Source: an optimization exercise on an open RTL-to-GDS flow (aim: small area, a short achievable clock period and few clock cycles per item). Production flows keep margins and buffers that such runs may drop.
The RTL was checked by simulation tests, not by an equivalence proof against the original design.
Power is estimated from default activity; no workload was simulated.

## press_f0_dec
module press_f0_dec (
    input  wire        clk,
    input  wire        rst,
    input  wire        in_valid,
    output wire        in_ready,
    input  wire [31:0] in_data,
    input  wire        in_last,
    input  wire [31:0] in_base,
    input  wire [31:0] in_first_run,
    input  wire [13:0] in_nw,
    output wire        out_valid,
    input  wire        out_ready,
    output wire [31:0] out_data,
    output wire        out_last
);
Settings: LEC_CHECK=0, ABC_AREA=1, CAP_MARGIN=20, CORE_MARGIN=2, CORE_UTILIZATION=65, PLACE_DENSITY=0.75, SLEW_MARGIN=20; clock period 22.0 ns.
run.sh (not shown) runs the stock make flow with config.mk's settings and CLKGATE_MAP_FILE= SYNTH_SCRIPT=/design/flow/synth_recipe.tcl, a recipe that flattens the netlist after the stock synthesis.
Testbench counts at the start, summed over its fixed seeds: cycles 381,304, items 152,338.
Change:
--- a/flow/design.v
+++ b/flow/design.v
@@ -61,19 +61,19 @@
     reg [31:0] h;
     reg  [31:0] pbit;
     integer pb;
     always @(*)
         for (pb = 0; pb < 32; pb = pb + 1)
             pbit[pb] = pv && (pb >= plo) && (pb < phi);
     wire [31:0] p_cur = p ^ pbit;
     wire [31:0] q_cur = q | pbit;
     assign out_valid = o_valid;
-    assign out_data  = (o_selp ? p : h) ^ pbit;
+    assign out_data  = o_selp ? p_cur : h;
     assign out_last  = o_last;
     wire hold_p  = o_valid && o_selp;
     wire load    = idle && !hold_p;
     assign in_ready = !got_last && !vc[2] && !(idle && hold_p);
     wire take_in = in_valid && in_ready;
     function [4:0] kof_small;
         input [10:0] a;
         input [4:0]  n;
         input [4:0]  kmax;
@@ -231,22 +231,21 @@
     wire [6:0]  o_rc   = (start_esc ? b_esc : b_rc) + {2'd0, q1};
     wire [6:0]  oz1    = {2'd0, o} + {1'b0, k_g} + 7'd1;
     wire [6:0]  oz2    = {2'd0, o} + {1'b0, k_g, 1'b0} + 7'd2;
     wire [6:0]  opos   = (md == MD_GAP && zrun) ? (ztwo ? oz2 : oz1)
                        : (esc || md == MD_BODY) ? {2'd1, o}
                        : lit ? ((md == MD_HEAD) ? {2'd0, o} + 7'd33 : {2'd0, o} + 7'd1)
                        : o_rc;
     wire [6:0]  o_l1   = {2'd0, o} + 7'd1;
     wire [6:0]  o_l33  = {2'd0, o} + 7'd33;
-    wire [6:0]  need0  = 7'd31 - {2'd0, o} - {6'd0, has_flag};
-    wire [6:0]  need1  = need0 - {2'd0, k};           
+    wire [6:0]  need1  = 7'd32 - b_rc;
     wire [31:0] ones_x = {7'd0, ones};
-    wire        rc_pop = need1[6] || ones_x[need1[4:0]];
+    wire        rc_pop = (b_rc >= 7'd32) || ones_x[need1[4:0]];
     wire [1:0]  opops  = (md == MD_GAP && zrun) ? (ztwo ? oz2[6:5] : oz1[6:5])
                        : (esc || md == MD_BODY) ? 2'd1
                        : lit ? ((md == MD_HEAD) ? o_l33[6:5] : o_l1[6:5])
                        : start_esc ? b_esc[6:5] + {1'b0, (b_esc[4:0] >= 5'd8)}
                        : {1'b0, rc_pop};
     reg         emit;        
     reg         emit_p;      
     reg  [31:0] hx;          
     reg  [2:0]  md_n;
After rerunning:
- The changed run went through all stages and came out clean
- wire length came out higher slightly
- die area came out higher slightly
- first-iteration DRC count came out higher by a few percent
- clock-buffer cell count is unchanged
- setup slack got worse by 450 ps
- register-to-register slack got worse by 320 ps
- combinational power came out higher by well over a third
- clock power came out higher by roughly a tenth
- global-route usage came out higher by 0.47 points
- hold slack got worse by 4.4 ps
- total power came out higher by well over a third
- critical path depth came out higher by 2
Testbench counts after the change, summed over its fixed seeds: cycles 381,304, items 152,338.

========
Another version of the RTL of press_f0_dec (not shown whole).
Size: roughly 5,000 cells after synthesis, roughly 440 flip-flops.
Settings: LEC_CHECK=0, ABC_AREA=1, CAP_MARGIN=20, CORE_MARGIN=2, CORE_UTILIZATION=65, PLACE_DENSITY=0.75, SLEW_MARGIN=20; clock period 22.0 ns.
Testbench counts at the start, summed over its fixed seeds: cycles 381,304, items 152,338.
Edit:
--- a/flow/design.v
+++ b/flow/design.v
@@ -37,24 +37,25 @@
     reg [9:0]  nrem;            
     reg [2:0]  body;
     reg [13:0] left;            
     reg [5:0]  mleft;           
     reg [4:0]  npos;            
     reg [10:0] a_m;  reg [4:0] n_m;
     reg [9:0]  a_g;  reg [4:0] n_g;
     reg [25:0] a_s;  reg [4:0] n_s;
     reg [14:0] a_l;  reg [4:0] n_l;
     reg [5:0]  pu;              
     reg        pm, pg;          
     reg        ph;              
+    reg [20:0] zs;              
     reg        hs;
     reg [9:0]  zl;              
     reg        pl, hl;
     reg        o_valid;
     reg        o_last;
     reg        o_selp;          
     reg [31:0] h;
     reg  [31:0] pbit;
     integer pb;
     always @(*)
         for (pb = 0; pb < 32; pb = pb + 1)
             pbit[pb] = pv && (pb >= plo) && (pb < phi);
@@ -187,25 +188,24 @@
                 if ((i >> j) & 1) q1[j] = q1[j] | fz[i];
         end
         q1[4] = q1[4] | ones[24];
         q1[3] = q1[3] | ones[24];
     end
     wire start_esc = ones[24];
     wire [31:0] v    = rw >> q1 >> 1;
     wire [20:0] low  = v[20:0] & ~(21'h1F_FFFF << k);
     wire [20:0] u_rc = ({16'd0, q1} << k) | low;
     wire [20:0] u    = esc ? win[20:0] : u_rc;
     wire have = (vc[2] || vc[1] || got_last) && !idle;
     wire run  = have && !(o_valid && !out_ready);
-    wire [20:0] zs     = h[20:0];
     wire [19:0] ps_new = ps + (zs[20:1] ^ {20{zs[0]}});    
     wire [4:0]  gidx   = npos + u[4:0];
     wire        ksame1 = (kof_small({1'b0, ag_eff}, n_g + 5'd1, 5'd5) == k_g);
     reg         z1, z2;
     always @(*) begin
         case (k_g[2:0])
             3'd0:    begin z1 = !rw[0];          z2 = (rw[1:0]  == 2'd0);  end
             3'd1:    begin z1 = (rw[1:0] == 0);  z2 = (rw[3:0]  == 4'd0);  end
             3'd2:    begin z1 = (rw[2:0] == 0);  z2 = (rw[5:0]  == 6'd0);  end
             3'd3:    begin z1 = (rw[3:0] == 0);  z2 = (rw[7:0]  == 8'd0);  end
             3'd4:    begin z1 = (rw[4:0] == 0);  z2 = (rw[9:0]  == 10'd0); end
             default: begin z1 = (rw[5:0] == 0);  z2 = (rw[11:0] == 12'd0); end
@@ -300,25 +300,24 @@
             MD_HEAD: begin
                 if (lit) begin
                     emit = 1'b1;
                     if (raw[31:30] == 2'b00) begin
                         nrem_n = raw[29:20];
                         md_n   = MD_VAL;
                     end else if (raw[31:30] == 2'b10) begin
                         body_n = 3'd5;
                         md_n   = MD_BODY;
                     end
                 end else if (!escnow) begin
                     upd_s = 1'b1;
-                    hx    = {11'd0, u};
                     md_n  = MD_L;
                 end
             end
             default: if (!escnow) begin        
                 upd_l  = 1'b1;
                 hx     = {2'b00, u[9:0], ps_new};
                 emit   = 1'b1;
                 nrem_n = u[9:0];
                 md_n   = MD_VAL;
             end
         endcase
         if (emit_p) begin
@@ -385,43 +384,45 @@
             hf_a  <= hf_n;
             hf_x  <= !hf_n;
             p     <= p_n;
             q     <= q_n;
             nrem  <= nrem_n;
             body  <= body_n;
             mleft <= mleft_n;
             npos  <= npos_n;
             if (emit) begin
                 left   <= left - 14'd1;
                 o_selp <= emit_p;
                 o_last <= (left == 14'd1);
+                if (!emit_p)
+                    h <= hx;
             end
-            h <= hx;
             if (upd_m || upd_g) begin
                 pu <= u[5:0];
                 pm <= upd_m;
                 pg <= upd_g;
                 ph <= upd_m ? (n_m == 5'd31) : (n_g == 5'd31);
             end
             if (upd_m)
                 n_m <= (n_m == 5'd31) ? 5'd16 : n_m + 5'd1;
             if (upd_g)
                 n_g <= (n_g == 5'd31) ? 5'd16 : n_g + 5'd1;
             if (md == MD_GAP && zrun) begin
                 pu  <= 6'd0;
                 pg  <= 1'b1;
                 ph  <= zhalf;
                 n_g <= zhalf ? 5'd16 : n_g + {1'b0, zn};
             end
             if (upd_s) begin
+                zs  <= u;
                 hs  <= (n_s == 5'd31);
                 n_s <= (n_s == 5'd31) ? 5'd16 : n_s + 5'd1;
             end
             if (md == MD_HEAD && lit && raw[31:30] == 2'b00)
                 ps <= raw[19:0];
             if (upd_l) begin
                 ps  <= ps_new;
                 a_s <= hs ? (a_s + {5'd0, zs}) >> 1 : a_s + {5'd0, zs};
                 zl  <= u[9:0];
                 hl  <= (n_l == 5'd31);
                 pl  <= 1'b1;
                 n_l <= (n_l == 5'd31) ? 5'd16 : n_l + 5'd1;
Effect: The changed run produced a clean layout; synthesized area is higher by 0.49%; final cell count is higher by 1.1%; first-iteration DRC count is lower by 9.7%; clock-buffer cell count is higher by 1; core utilization is higher by 0.41 points; worst setup slack improved by 390 ps; design area is higher by 0.77%; non-clock buffer count is lower by 3; critical path depth is lower by 38; via count hardly moves; total power is lower by 25%; die area is higher by 0.49%.
Testbench counts after the change, summed over its fixed seeds: cycles 381,304, items 152,338.

-- afterwards: timing with drivers on the ports --
The flow's constraints put no driver on any port. The routed layouts listed below were extracted and timed again, unchanged, in two steps.
Step 1 sets driving cells, clkbuf_16 on the clock port and buf_2 on the other inputs (assumed; they add their load-dependent delay and slew).
Step 2 moves the port delays by t, midway between the first and last clock arrival at a register: inputs arrive t later, outputs are due t later. That takes back most of the time a late clock gives input paths.
a / b / c = ideal ports / drivers / drivers and shift; a / b = the first two.
run	shift t [ns]	slack for setup (ns)	hold WS [ns]
the first run of note 1	0.680	14.094 / 14.023 / 13.592	0.458 / 0.458 / 0.458
the second run of note 1	0.674	13.643 / 13.677 / 13.002	0.454 / 0.454 / 0.454
the first run of note 2	0.681	13.696 / 13.696 / 13.696	0.454 / 0.454 / 0.454
the second run of note 2	0.690	14.084 / 14.014 / 14.103	0.456 / 0.456 / 0.456
After both steps every run listed still meets setup and hold. For the second run of note 1, which loses most, drivers alone change the setup slack by +0.034 ns; drivers and shift together by -0.641 ns.
